This is an optimization exercise on Yosys and OpenROAD, whose aim is small area, a short achievable clock period and few clock cycles per item, not a production implementation. Function was checked by simulation only, so behaviour that the tests miss may differ from the original. Power is estimated from default activity; no workload was simulated.

==> flow/design.v (excerpt) <==
module eozan_dec (
    input  wire        clk,
    input  wire        rst,           
    input  wire        in_valid,
    output wire        in_ready,
    input  wire [31:0] in_data,
    input  wire [31:0] ovf_first,
    input  wire [15:0] ovf_count,
    output wire        out_valid,
    input  wire        out_ready,
    output wire [31:0] out_data,
    output wire        out_last,
    output wire        res_mm,
    output wire [1:0]  res_kind,
    output wire        res_raw,
    output wire        res_flush,
    output wire [31:0] res_ptr
);
    function [12:0] kadd(input [11:0] a, input [11:0] b, input ci);
        integer i, d;
        reg [11:0] g, p, gn, pn;
        begin
            g = a & b;
            p = a ^ b;
            g[0] = g[0] | (p[0] & ci);
            for (d = 1; d < 12; d = d * 2) begin
                gn = g; pn = p;
                for (i = d; i < 12; i = i + 1) begin
                    gn[i] = g[i] | (p[i] & g[i-d]);
                    pn[i] = p[i] & p[i-d];
                end
                g = gn; p = pn;
            end
            kadd = {g[11], (a ^ b) ^ {g[10:0], ci}};
        end
    endfunction
    function [63:0] th(input [5:0] v);
        th = ~(64'hFFFF_FFFF_FFFF_FFFF << v);
    endfunction
    reg  [31:0] W [0:15];
    reg  [4:0]  m;             
    reg  [4:0]  c;             
  ...
For scale: about 860 flip-flops, ~160 I/O pins.
Settings: LEC_CHECK=0, ABC_CLOCK_PERIOD_IN_PS=4000, CAP_MARGIN=20, CORE_MARGIN=2, CORE_UTILIZATION=60, PLACE_DENSITY=0.72, SETUP_SLACK_MARGIN=5, SLEW_MARGIN=20; clock period 10.0 ns.
run.sh (not shown) runs the stock make flow with config.mk's settings and CLKGATE_MAP_FILE= SYNTH_SCRIPT=/design/flow/synth_recipe.tcl, a recipe that flattens the netlist after the stock synthesis.
Testbench counts at the start, summed over its fixed seeds: cycles 82,255, items 1,200.
==> next run, changes <==
--- a/flow/design.v
+++ b/flow/design.v
@@ -33,30 +33,25 @@
             end
             kadd = {g[11], (a ^ b) ^ {g[10:0], ci}};
         end
     endfunction
     function [63:0] th(input [5:0] v);
         th = ~(64'hFFFF_FFFF_FFFF_FFFF << v);
     endfunction
     reg  [31:0] W [0:15];
     reg  [4:0]  m;             
     reg  [4:0]  c;             
+    wire [12:0] mc_s = kadd({7'd0, m}, {7'd0, c}, 1'b0);
+    wire [5:0]  mc = mc_s[5:0];
     wire [63:0] th_m = th({1'b0, m});
     wire [63:0] th_c = th({1'b0, c});
-    reg         st_full;
-    integer fi;
-    always @(*) begin
-        st_full = 1'b1;
-        for (fi = 0; fi < 16; fi = fi + 1)
-            st_full = st_full & (th_c[fi] | th_m[15 - fi]);
-    end
-    assign in_ready = !st_full;
+    assign in_ready = (mc != 6'd16);
     wire        in_fire = in_valid && in_ready;
     wire        cons;          
     integer wi;
     always @(posedge clk) begin
         for (wi = 0; wi < 16; wi = wi + 1)
             if ((in_fire && (wi == 15 || th_m[(14 - wi) & 15])) || (cons && th_c[wi]))
                 W[wi] <= (wi == 15) ? in_data : W[(wi + 1) & 15];
     end
     reg         ck_pend;       
     reg  [9:0]  ck_rem;        
@@ -222,27 +217,27 @@
     reg         gen;           
     reg  [5:0]  w;             
     reg  [14:0] fl;            
     reg         md_fill, md_bm, md_pd, md_rn;
     reg         s_raw, s_flush, s_mal, s_rng;
     reg         rawhold;
     reg  [31:0] crc_exp;
     reg  [6:0]  ptr;           
     reg  [31:0] q;             
     reg         qv, q_first, q_last;
-    reg  [31:0] o;
-    reg         ov, o_last;
+    reg  [31:0] o, sk;         
+    reg         ov, o_last, skv, sk_last;
     reg         gdone;         
     reg  [31:0] crc;
     reg         r_mm, r_raw, r_flush;
     reg  [1:0]  r_kind;
-    wire        mv    = qv && (!ov || out_ready);
+    wire        mv    = qv && !skv;
     wire        pop   = ov && out_ready;
     wire        gstep = gen && (!qv || mv);
     wire        prep  = !gen && (m == 5'd16) && !(qv && q_last && !mv)
                      && !(W[0][3:0] == 4'd3 && (ck2_go || (ck_pend && ck_use)));
     assign out_valid = ov;
     assign out_data  = o;
     assign out_last  = o_last;
     assign res_mm    = r_mm;
     assign res_kind  = r_kind;
     assign res_raw   = r_raw;
@@ -486,21 +481,21 @@
     wire [6:0]  ptr_m   = ptr_cons ? {ptr[6:5] - 2'd1, ptr[4:0]} : ptr;
     wire [6:0]  ptr_10  = ptr_m + 7'd10;
     wire [6:0]  ptr_20  = ptr_m + 7'd20;
     wire [6:0]  ptr_4p  = ptr_m + {1'b0, pd_pm1, 2'b00} + 7'd4;
     wire [12:0] ptr_nx  = {6'd0, (gstep && md_pd && k == 3'd7) ? ptr_4p :
                                  (gstep && md_rn && rn_n == 2'd2) ? ptr_20 :
                                  (gstep && md_rn && rn_n == 2'd1) ? ptr_10 : ptr_m};
     integer gi;
     always @(posedge clk) begin
         if (rst) begin
-            m <= 5'd0; c <= 5'd0; gdone <= 1'b0;
+            m <= 5'd0; c <= 5'd0; skv <= 1'b0; gdone <= 1'b0;
             gen <= 1'b0; qv <= 1'b0; ov <= 1'b0;
             rawhold <= 1'b0;
             md_fill <= 1'b0; md_bm <= 1'b0; md_pd <= 1'b0; md_rn <= 1'b0;
         end else begin
             if (prep) begin
                 m <= 5'd0;
                 c <= p_keep;
             end else begin
                 m <= m + {4'd0, in_fire};
                 if ((gdone || (gstep && w == 6'd63 && !md_rn)) && !s_raw)
@@ -508,24 +503,28 @@
                 else if (rawhold && pop && o_last && !gen && !qv)
                     c <= 5'd0;
                 else
                     c <= c - {4'd0, cons && c != 5'd0};
             end
             if (prep)
                 rawhold <= h_raw;
             else if (rawhold && pop && o_last && !gen && !qv)
                 rawhold <= 1'b0;
             gdone <= gstep && g_cmp && w == 6'd63;
-            if (mv)
+            if (mv || skv)
                 ov <= 1'b1;
             else if (out_ready)
                 ov <= 1'b0;
+            if (skv)
+                skv <= !out_ready;
+            else
+                skv <= mv && ov && !out_ready;
             if (gstep && g_cmp)
                 qv <= 1'b1;
             else if (mv)
                 qv <= 1'b0;
             if (prep) begin
                 gen     <= 1'b1;
                 md_fill <= !p_zero && h_mode == 4'd0;
                 md_bm   <= !p_zero && h_mode == 4'd1;
                 md_pd   <= !p_zero && h_mode == 4'd2;
                 md_rn   <= !p_zero && h_mode == 4'd3;
@@ -567,23 +566,34 @@
                 end
             end
             rn_vld <= 1'b1;
             if (md_rn)
                 pd_r <= fun;
             rn_o   <= gstep ? rn_n : 2'd0;
             bm_bj  <= bm_bj - (bm_cons ? 4'd4 : 4'd0)
                     + ((gstep && md_bm) ? ((k == 3'd7 && !bm_last) ? 4'd9 : 4'd1) : 4'd0);
             ptr <= ptr_nx[6:0];
         end
-        if (mv) begin
+        if (skv) begin
+            if (out_ready) begin
+                o      <= sk;
+                o_last <= sk_last;
+            end
+        end else if (mv && (!ov || out_ready)) begin
             o      <= q;
             o_last <= q_last;
+        end
+        if (mv && !skv) begin
+            sk      <= q;
+            sk_last <= q_last;
+        end
+        if (mv) begin
             crc    <= crc_nx;
             if (q_last) begin
                 r_mm    <= s_mal || s_rng || (!s_raw && crc_bad);
                 r_kind  <= s_mal ? 2'd1 : s_rng ? 2'd2 : 2'd0;
                 r_raw   <= s_raw;
                 r_flush <= s_flush;
             end
         end
     end
 endmodule
Setup slack gets better by 0.14 ns.
Combinational power rises by 7.9%.
Sequential cell count climbs by 34.
Core utilization shrinks by 0.27 points.
Count of clock-buffer cells in the layout fell by 3.
Testbench counts after the change, summed over its fixed seeds: cycles 82,255, items 1,200.

==> port drivers added, routing unchanged <==
No port has a modelled driver above. Below, the same layouts with a new extraction and two added sets of constraints.
Step 1, drivers: a clkbuf_16 drives clk and a buf_2 each remaining input, both assumed.
Step 2, shift: input delay + t, output delay - t, t = (earliest + latest rising clock arrival at the registers) / 2. This alone moves slack from input paths to output paths.
a / b / c = ideal ports / drivers / drivers and shift; a / b = the first two.
run	t, ns	setup slack, ns	worst setup path at the end
the first run	0.721	5.018 / 4.949 / 4.583	input to register
the second run	0.735	5.160 / 5.084 / 4.804	input to register
After both steps setup and hold are still met in every run listed. The setup slack of the first run, which loses most, moves by -0.069 ns with the drivers and by -0.435 ns with both steps.
